This design comes from an exercise in tuning for small area, a short achievable clock period and few clock cycles per item on the open sky130 flow, not from production work. The RTL was checked by simulation tests, not by an equivalence proof against the original design.

==> flow/design.v, too long to show whole: its modules and the start of the top module <==
// module wovin_vlane: 2113 lines
module wovin_vlane (
    input  wire        clk,
    input  wire        rst,
    input  wire        in_valid,
    output wire        in_ready,
    input  wire [7:0]  op,
    input  wire [7:0]  fn,
    input  wire [47:0] a,
    input  wire [47:0] b,
    input  wire [47:0] c,
    input  wire [47:0] d,
    input  wire [47:0] g,
    output reg         out_valid,
    output reg  [47:0] out_d,
    output reg  [47:0] out_c
);
  // ...
==> flow/flow/run.sh <==
#!/bin/bash
# The standard layout (the standard.sh: standard synthesis, ORFS floorplan to
# finish) with two changes to ORFS's settings: a larger setup margin for
# repair_timing, so that the resizer keeps working on paths that already meet
# the 15 ns clock, and buf_1 as the buffer that buffer_ports puts on every
# input and output port.
set -euo pipefail
bash standard.sh SETUP_SLACK_MARGIN=9.5 "BUFFER_PORTS_ARGS=-buffer_cell sky130_fd_sc_hd__buf_1" finish > standard_finish.log 2>&1
==> flow/standard.sh <==
#!/bin/bash
# synth_recipe.tcl (not shown) runs the flow's synth.tcl, then flattens the netlist and writes it again
# the make line also repeats each setting of config.mk as NAME=value (left out here)
make -C /OpenROAD-flow-scripts/flow DESIGN_CONFIG=/design/flow/config.mk WORK_HOME=/design/flow/orfs CLKGATE_MAP_FILE= SYNTH_SCRIPT=/design/flow/synth_recipe.tcl "${@:-finish}"
==> flow/config.mk <==
export PLATFORM = sky130hd
export DESIGN_NAME = wovin_vlane
export DESIGN_NICKNAME = wovin_vlane
export VERILOG_FILES = /design/flow/design.v
export SDC_FILE = /design/flow/constraint.sdc
export NUM_CORES = 4
export LEC_CHECK = 0
export CAP_MARGIN = 20
export CORE_MARGIN = 2
export CORE_UTILIZATION = 50
export GPL_ROUTABILITY_DRIVEN = 1
export PLACE_DENSITY = 0.65
export SETUP_SLACK_MARGIN = 5
export SLEW_MARGIN = 20
==> flow/constraint.sdc <==
create_clock -name core_clock -period 15.0 [get_ports {clk}]
set_input_delay 3.0000 -clock core_clock [delete_from_list [all_inputs] [get_ports {clk}]]
set_output_delay 3.0000 -clock core_clock [all_outputs]
set_load 0.01 [all_outputs]
==> impl_metrics.tcl, run 1 <==
set metrics [dict create \
    met3_usage_pct 17.4 \
    dr_total_vias 77100 \
    synth_area_um2 78200 \
    wl_met1_um 141000 \
    clock_latency_ps 760 \
    diodes 19 \
    cts_buffer_depth 3 \
    busiest_layer "met2" \
    synth_compound_area_share_pct 22.6 \
    io_buffers 352 \
    synth_area_leaders "fa_1, dfxtp_1, edfxtp_1, xor2_1, a22oi_1" \
    grt_first_pass_wirelength_um 547000 \
    root_buffer "clkbuf_16" \
    drt_iter0_drc 12900 \
    synth_fa_ha_area_share_pct 18.3 \
    r2r_cells 11 \
    post_drt_wl_per_cell_um 36.7 \
    slew_violations 0 \
    ys_async_sr_fraction_pct 0 \
    hold_viol 0 \
    synth_top_family_by_area "compound AO/OA/AOI/OAI gates" \
    worstPathArrival_ps 6210 \
    nonClkBufAreaFrac_pct 4.12 \
    status "complete, no violations" \
    multi_input_area_share_pct 67.1 \
    first_pass_iters 9 \
    grt_setup_unrepaired "yes" \
    hold_path.class "flop to flop" \
]
Testbench counts, summed over its fixed seeds: cycles 41,040, ops 32,000.
==> inputs of run 2 (changes only) <==
--- a/flow/design.v
+++ b/flow/design.v
@@ -112,20 +112,21 @@
         end
         if (in_ready) begin
             op0   <= opi;
             fn0   <= fn[6:0];
             amt0  <= (opi == O_RND) ? fn[5:0] : g[5:0];
             cplx0 <= i_cmx | i_bfly;
             X0    <= i_bfly ? c : i_macmul ? {i_ha, 24'd0} :
                      (opi == O_SLL) ? rev48(a) : a;
-            C0    <= c;
-            D0    <= i_bfly ? a : (opi == O_BCST) ? g : d;
+            D0[23:0] <= i_bfly ? a[23:0] : (opi == O_BCST) ? g[23:0] : d[23:0];
         end
+        D0[47:24] <= i_bfly ? a[47:24] : (opi == O_BCST) ? g[47:24] : d[47:24];
         B0 <= b;
+        C0 <= c;
         if (in_ready) begin
             bh_one <= i_eh[11:0];
             bh_two <= i_eh[23:12];
             bh_neg <= i_eh[35:24];
             bl_one <= i_el[11:0];
             bl_two <= i_el[23:12];
             bl_neg <= i_el[35:24] ^ {12{~i_conj}};
         end else begin
@@ -1991,17 +1992,17 @@
     wire [48:0] sh_b = $signed({B0, 1'b0}) >>> amt0;
     wire [23:0] xpart  = pass ? D0[23:0] : D0[47:24];
     wire [24:0] e_x    = {xpart[23], xpart} + {24'd0, fn0[0]};
     reg  [49:0] e_n;
     always @(*) begin
         if (k_bcst)                      e_n = {2'b00, D0};
         else if (k_alt)                  e_n = {s_hi, s_lo};
         else if (k_mac)                  e_n = {{2{D0[47]}}, D0};
-        else if (k_cmac)                 e_n = pass ? {{2{C0[47]}}, C0} : {{2{D0[47]}}, D0};
+        else if (k_cmac)                 e_n = pass ? {{2{C1[47]}}, C1} : {{2{D0[47]}}, D0};
         else if (k_bfly)                 e_n = {{25{e_x[24]}}, e_x};
         else                             e_n = 50'd0;
     end
     reg        v1, pass1, last1, ab1;
     reg [48:0] S1, K1;
     reg [49:0] E1;
     reg [47:0] C1;
     reg [4:0]  op1;
@@ -2102,12 +2103,12 @@
                      c_rnd2 ? {rd24, rd24} : sd48;
     wire [47:0] nc = c_bfly2 ? {rc24, rc24} :
                      c_cmac2 ? sd48 : C2;
     always @(posedge clk) begin
         if (rst) out_valid <= 1'b0;
         else     out_valid <= v2 & last2;
         if (~pass2)                out_d[47:24] <= nd[47:24];
         if (~(pass2 & c_cmac2))    out_d[23:0]  <= nd[23:0];
-        if (~(pass2 & c_bfly2))    out_c[47:24] <= nc[47:24];
-        out_c[23:0] <= nc[23:0];
+        if (~(pass2 & (c_bfly2 | c_rnd2 & ~c_bfly2))) out_c[47:24] <= nc[47:24];
+        if (~(pass2 & c_rnd2 & ~c_bfly2))           out_c[23:0]  <= nc[23:0];
     end
 endmodule
==> flow/flow/run.sh (replaced) <==
#!/bin/bash
# The standard layout (the standard.sh: standard synthesis, ORFS floorplan to
# finish) with two changes to ORFS's settings: a larger setup margin for
# repair_timing, so that the resizer keeps working on paths that already meet
# the 15 ns clock, and buf_1 as the buffer that buffer_ports puts on every
# input and output port.
set -euo pipefail
bash standard.sh SETUP_SLACK_MARGIN=9.8 "BUFFER_PORTS_ARGS=-buffer_cell sky130_fd_sc_hd__buf_1" finish > standard_finish.log 2>&1
==> flow/config.mk (replaced) <==
export PLATFORM = sky130hd
export DESIGN_NAME = wovin_vlane
export DESIGN_NICKNAME = wovin_vlane
export VERILOG_FILES = /design/flow/design.v
export SDC_FILE = /design/flow/constraint.sdc
export NUM_CORES = 4
export LEC_CHECK = 0
export CAP_MARGIN = 30
export CORE_MARGIN = 2
export CORE_UTILIZATION = 50
export GPL_ROUTABILITY_DRIVEN = 1
export PLACE_DENSITY = 0.65
export SETUP_SLACK_MARGIN = 5
export SLEW_MARGIN = 50
==> run 2 against run 1 <==
  * Still clean on timing, DRC and antenna
  * Die area about the same
  * Synthesized cell count rose by 2.8%
  * Global-route usage is essentially flat
  * Setup slack better by 270 ps
  * Maximum frequency up 5.1%
  * Utilization is 1.3 points higher
  * Design area rose by 2.3%
  * Via count is 2.4% higher
  * Non-clock buffer count grew 64
==> impl_metrics.tcl, run 2 <==
set metrics [dict create \
    post-route-drc-count 0 \
    synth_fa_ha_area_share_pct 18.3 \
    start_kind "flop" \
    cts.sink_count 759 \
    whs_path_depth 0 \
    busiest_layer "met2" \
    cts_tree "yes" \
    io_pins 357 \
    gp_congestion 1.09 \
    fin_crit_ps 5360 \
    worst_pin_slew_ps 1010 \
    synth.top_cell.area_share_pct 14.7 \
    crit_chain "nand2_4 > bufbuf_16 > xnor2_1 > ha_1 > nand4_1 > buf_4 > buf_4 > buf_4 > nor2_2 > o21ai_4 > a22oi_1 > xor2_2 > nand4_1 > or4_1 > or4_1 > or4_4 > buf_12 > a221oi_4 > o21ai_2" \
    critical_path_class "flop to flop" \
    cts_buffer_depth 3 \
    critical_path.endpoint_type "flop" \
    worst_hold_slack_ps 273 \
    synth_top_family_by_area "compound AO/OA/AOI/OAI gates" \
    synthXorXnorAreaFrac_pct 10.4 \
    holdPathEnd "C1[32]" \
    grt_max_degree 112 \
    io_buffers 352 \
    critPathMaxFanout 7 \
    root_buffer "clkbuf_16" \
    fp.coreArea_um2 156000 \
    hold_path.class "flop to flop" \
    path_clk_slew_ps 60 \
    grt_setup_unrepaired "yes" \
    first_pass_iters 8 \
    slowest_stage "or4_4" \
    syn2layout_area_growth_pct 11.7 \
    largest_reg_flops 50 \
    yosysSeqAreaShare_pct 21.8 \
    synthTopCellsByCount "nand2_1, clkbuf_1, a21oi_1" \
    worst_path_most_repeated_cell "buf_4" \
    required_ps 15480 \
    drv_cap 0 \
    final_cell_mix "nand2_1, a22oi_1, a21oi_1" \
    synth_area_leaders "dfxtp_1, fa_1, edfxtp_1, xor2_1, a22oi_1" \
    largest_register "E1" \
    slowest_delay_ps 570 \
    r2r_slack_ps 9640 \
    crit_cells 19 \
    dp_hpwl_um 289000 \
    final_core_util_pct 56.1 \
    die_x_um 399 \
    grt-ovfl-total 0 \
    regArea_um2 17100 \
    timing.critical_path.max_delay_family "simple AND/OR/NAND/NOR gates" \
    reg2reg_to "out_d[3]" \
    ctsHoldBuffers 0 \
    worstPathArrival_ps 5840 \
    synth_cell_types 86 \
    r2r_cells 19 \
    grt_pass1_vias 74600 \
    synth_area_um2 78100 \
    fin_skew_ps 80.5 \
    synth_compound_area_share_pct 23.4 \
    start_util_pct 50.2 \
    dr_total_vias 78900 \
    ys_warn_count 1 \
    grt_use_met1_pct 59.2 \
    rows 145 \
    period_share_pct 35.7 \
    syn-num-nets 10100 \
    r2r-start "fn6_2" \
    post_drt_wl_per_cell_um 35.8 \
    hold_viol 0 \
    drive_above_1_share_pct 11.5 \
    multi_input_area_um2 58600 \
    status "complete, no violations" \
    hp-start "C0[32]" \
    clock_latency_ps 760 \
    synth_edf_count 187 \
    fmax_mhz 187 \
    synth-simple-area-share_pct 11.5 \
    antenna_found_initial 50 \
    syn_area_per_cell_um2 8.64 \
    viasPerCell 7.11 \
    htree_levels 3 \
    synthCells 9045 \
    die_height_um 399 \
    grt_first_pass_wirelength_um 552000 \
    fill_cells 14400 \
    dieArea_um2 159000 \
    synthMuxAreaShare_pct 8.52 \
    fin_tns_setup_ps 0 \
    slew_violations 0 \
    final_nets 10000 \
    setup_viol 0 \
    grt_use_met2_pct 69.3 \
    final_common_cell "nand2_1" \
    ys_ff_latch 759 \
    slew_headroom_pct 32.5 \
    yosysTopAreaCell "dfxtp_1" \
    cts_buffers 82 \
    ant_nets 0 \
    yosysMostFrequentCell "nand2_1" \
    met3_usage_pct 18.5 \
    ys_async_sr_fraction_pct 0 \
    worst-path-buf-inv 5 \
    grt_use_total_pct 48.3 \
    drt-total-wl_um 397000 \
    drt_iter0_drc 13400 \
    yosys_most_used_dff "dfxtp_1" \
]
[run 2: cell types whose count changed after synthesis, sizes merged, moves of 28 or more]
cell    delta
a221oi    +42
mux2      -51
o21a      -28
o21ai     +60
nor2      -78
edfxtp    -48
nand2    +247
dfxtp     +48
clkbuf    +39
[run 2: worst max-delay path by stage]
| stage | from | to |
|---|---|---|
| finish | fn6_2 | out_d[3] |
| global route | c_mac2 | out_d[3] |
| CTS | fn6_2 | out_d[26] |
| detailed placement | c_mac2 | out_d[3] |
| global placement | c_mac2 | out_d[3] |
| floorplan | c_mac2 | out_d[14] |
[run 2: metrics by stage]
stage	setup slack [ps]	cells	area, um2
CTS	9710	11000	85700
floorplan	9810	9045	78200
finish	9640	11100	87300
global placement	8370	10800	80700
global route	9510	11100	87200
detailed placement	8580	10800	81300
[run 2: layout make-up]
| type | count | area share [%] |
|---|---|---|
| Multi-Input combinational cell | 7049 | 67.2 |
| Sequential cell | 759 | 19.6 |
| Timing Repair Buffer | 680 | 5.27 |
| Tap cell | 2058 | 2.95 |
| Clock buffer | 110 | 2.58 |
| Inverter | 380 | 1.64 |
| Clock inverter | 41 | 0.681 |
| Antenna cell | 29 | 0.0831 |
[run 2: kinds of logic after synthesis]
logic type,Yosys count
flip-flops,759
AO/OA/AOI/OAI,2776
buffers and inverters,1238
adder cells (fa/ha/maj),816
XOR/XNOR,930
multiplexers,539
AND/OR/NAND/NOR,1987
[run 2: timing repair]
item                                    CTS  global route
gates cloned                             13             5
endpoints found under the setup margin  125           120
buffers inserted                         35            35
pin swaps                                81            73
gates resized for setup                 217           174
hold endpoints to repair                  0             0
[run 2: metal layers]
metal | vias to the layer above | routed length [um]
li1 | 32200 | -
met1 | 38100 | 139000
met2 | 6594 | 162000
met3 | 1931 | 56700
met4 | 36 | 38800
met5 | - | 347
Testbench counts of run 2, summed over its fixed seeds: cycles 41,040, ops 32,000.
==> inputs of run 3 (changes only) <==
==> flow/run.sh (new file) <==
#!/bin/bash
# synth_recipe.tcl (not shown) runs the flow's synth.tcl, then flattens the netlist and writes it again
# the make line also repeats each setting of config.mk as NAME=value (left out here)
make -C /OpenROAD-flow-scripts/flow DESIGN_CONFIG=/design/flow/config.mk WORK_HOME=/design/flow/orfs CLKGATE_MAP_FILE= SYNTH_SCRIPT=/design/flow/synth_recipe.tcl finish
removed: flow/flow/run.sh
removed: flow/standard.sh
==> run 3 against run 2 <==
  * Critical path depth is 2 lower
  * Routed wire length is 0.39% higher
  * Clock-buffer cell count is 12 lower
  * Synthesized cell count unchanged
  * Area after synthesis did not move
  * Critical endpoint unchanged
  * Largest cell class unchanged
==> impl_metrics.tcl, run 3 <==
set metrics [dict create \
    synth_edf_count 187 \
    cts_resized 0 \
    setup_viol 0 \
    required_ps 15400 \
    dr_total_vias 78300 \
    synth_area_leaders "dfxtp_1, fa_1, edfxtp_1, xor2_1, a22oi_1" \
    cts_buffer_depth 3 \
    grt_setup_unrepaired "no" \
    grt_pass1_vias 74900 \
    syn2layout_area_growth_pct 10.7 \
    multi_input_area_um2 57100 \
    slew_headroom_pct 40.0 \
    cts_tree "yes" \
    fill_cells 14200 \
    cts.sink_count 759 \
    critPathMaxFanout 50 \
    ys_async_sr_fraction_pct 0 \
    final_common_cell "nand2_1" \
    cts_buffers 80 \
    largest_register "E1" \
    period_share_pct 48.1 \
    first_pass_iters 8 \
    fp.coreArea_um2 156000 \
    synth.top_cell.area_share_pct 14.7 \
    final_cell_mix "nand2_1, a21oi_1, a22oi_1" \
    synth_area_um2 78100 \
    clock_latency_ps 720 \
    yosysMostFrequentCell "nand2_1" \
    ctsHoldBuffers 0 \
    drt-total-wl_um 399000 \
    synth_cell_types 86 \
    critical_path_class "flop to flop" \
    regArea_um2 17100 \
    synthCells 9045 \
    ys_warn_count 1 \
    antenna_found_initial 56 \
    slowest_stage "or4_4" \
    hold_viol 0 \
    yosysSeqAreaShare_pct 21.8 \
    htree_levels 3 \
    post-route-drc-count 0 \
    io_pins 357 \
    slowest_delay_ps 790 \
    synthTopCellsByCount "nand2_1, clkbuf_1, a21oi_1" \
    root_buffer "clkbuf_16" \
    drt_iter0_drc 12200 \
    start_util_pct 50.2 \
    viasPerCell 7.11 \
    yosysTopAreaCell "dfxtp_1" \
    rows 145 \
    syn-num-nets 10100 \
    worst_pin_slew_ps 901 \
    fin_tns_setup_ps 0 \
    final_core_util_pct 55.6 \
    ys_ff_latch 759 \
    critical_path.endpoint_type "flop" \
    dp_hpwl_um 293000 \
    die_height_um 399 \
    crit_chain "nand2_2 > buf_6 > o21ai_0 > fa_1 > fa_1 > a211oi_1 > o21ai_2 > o211a_1 > o21ai_0 > o21ai_1 > a221oi_1 > xor2_2 > or4_1 > or4_1 > or4_4 > a221oi_2 > o21ai_1" \
    gp_congestion 1.08 \
    largest_reg_flops 50 \
    grt_max_degree 98 \
    drive_above_1_share_pct 8.24 \
    grt_first_pass_wirelength_um 556000 \
    final_nets 9943 \
    fin_crit_ps 7220 \
    drv_cap 0 \
    worstPathArrival_ps 7620 \
    start_kind "flop" \
    slew_violations 0 \
    hold_path.class "flop to flop" \
    fin_skew_ps 32.5 \
    fmax_mhz 138 \
    grt-ovfl-total 0 \
    dieArea_um2 159000 \
    die_x_um 399 \
    ant_nets 0 \
    path_clk_slew_ps 70 \
    syn_area_per_cell_um2 8.64 \
    status "complete, no violations" \
    io_buffers 352 \
    post_drt_wl_per_cell_um 36.2 \
    grt_use_total_pct 48.8 \
    yosys_most_used_dff "dfxtp_1" \
    cts_setup_buffers 0 \
]
-- run 3: cell counts after synthesis --
Identical to the previous run, type by type.
-- run 3: worst paths after layout --
path	slack, ps	depth (start not counted)	startpoint	endpoint
max reg2reg	7780	17	c_mac2	out_d[3]
min	320	0	C0[40]	C1[40]
max	7780	17	c_mac2	out_d[3]
min reg2reg	320	0	C0[40]	C1[40]
-- run 3: worst max-delay path, delay by kind of cell (launching register included) --
| family | cells | cell delay (ps) |
|---|---|---|
| xor gates and xnor gates | 1 | 270 |
| AOI/OAI and AO/OA | 9 | 3000 |
| and+or+nand+nor | 4 | 1940 |
| buffers and inverters | 1 | 460 |
| DFF | 1 | 310 |
| adders and majority gates | 2 | 900 |
-- run 3: kinds of logic after synthesis --
kind of cell,share of synthesized area [%]
AO/OA/AOI/OAI,23.4
AND/OR/NAND/NOR,11.5
buffers and inverters,6.01
XOR/XNOR,10.4
adder cells (fa/ha/maj),18.3
flip-flops,21.8
multiplexers,8.52
-- run 3: per-stage QoR --
step	hold WS (ps)	worst slack (ps)	cells	instance area [um2]
after floorplan	310	9340	9045	78100
after global placement	311	7420	10800	82900
after detailed placement	312	7920	10800	83500
after CTS	304	7880	11000	86200
after global routing	326	7560	11000	86500
final	324	7780	11000	86500
-- run 3: layer usage --
metal	up-vias	GRT usage (%)	routed length [um]
met4	40	34.1	36200
met3	1883	19.1	56700
met2	6667	71.2	167000
li1	32100	-	-
met5	-	2.69	403
met1	37700	58.5	139000
-- run 3: cell type report --
class,count,share of cell area (%)
tap,2058,2.98
clock buffer,98,2.50
sequential,759,19.8
timing repair buffer,599,6.38
multi-input combinational,7048,65.9
clock inverter,49,0.677
inverter,380,1.65
antenna,22,0.0636

-- afterwards: timing with drivers on the ports --
The flow's constraints put no driver on any port. The routed layouts listed below were extracted and timed again, unchanged, in two steps. Step 1: set_driving_cell puts a clkbuf_16 on clk and a buf_2 on each other input, an assumption about the parent block. Step 2, shift: input delay + t, output delay - t, t = (earliest + latest rising clock arrival at the registers) / 2. This alone moves slack from input paths to output paths. Slacks: ideal / step 1 / step 2; pairs: ideal / step 1.
run	t (ns)	setup slack, ns	worst register clock-pin slew, ns
run 1	0.809	9.370 / 9.370 / 8.857	0.09 / 0.09
run 2	0.804	9.641 / 9.641 / 9.090	0.08 / 0.08
run 3	0.786	7.780 / 7.780 / 7.780	0.09 / 0.09
After both steps every run listed still meets setup and hold. The setup slack of run 2, which loses most, moves by 0.000 ns with the drivers and by -0.551 ns with both steps.
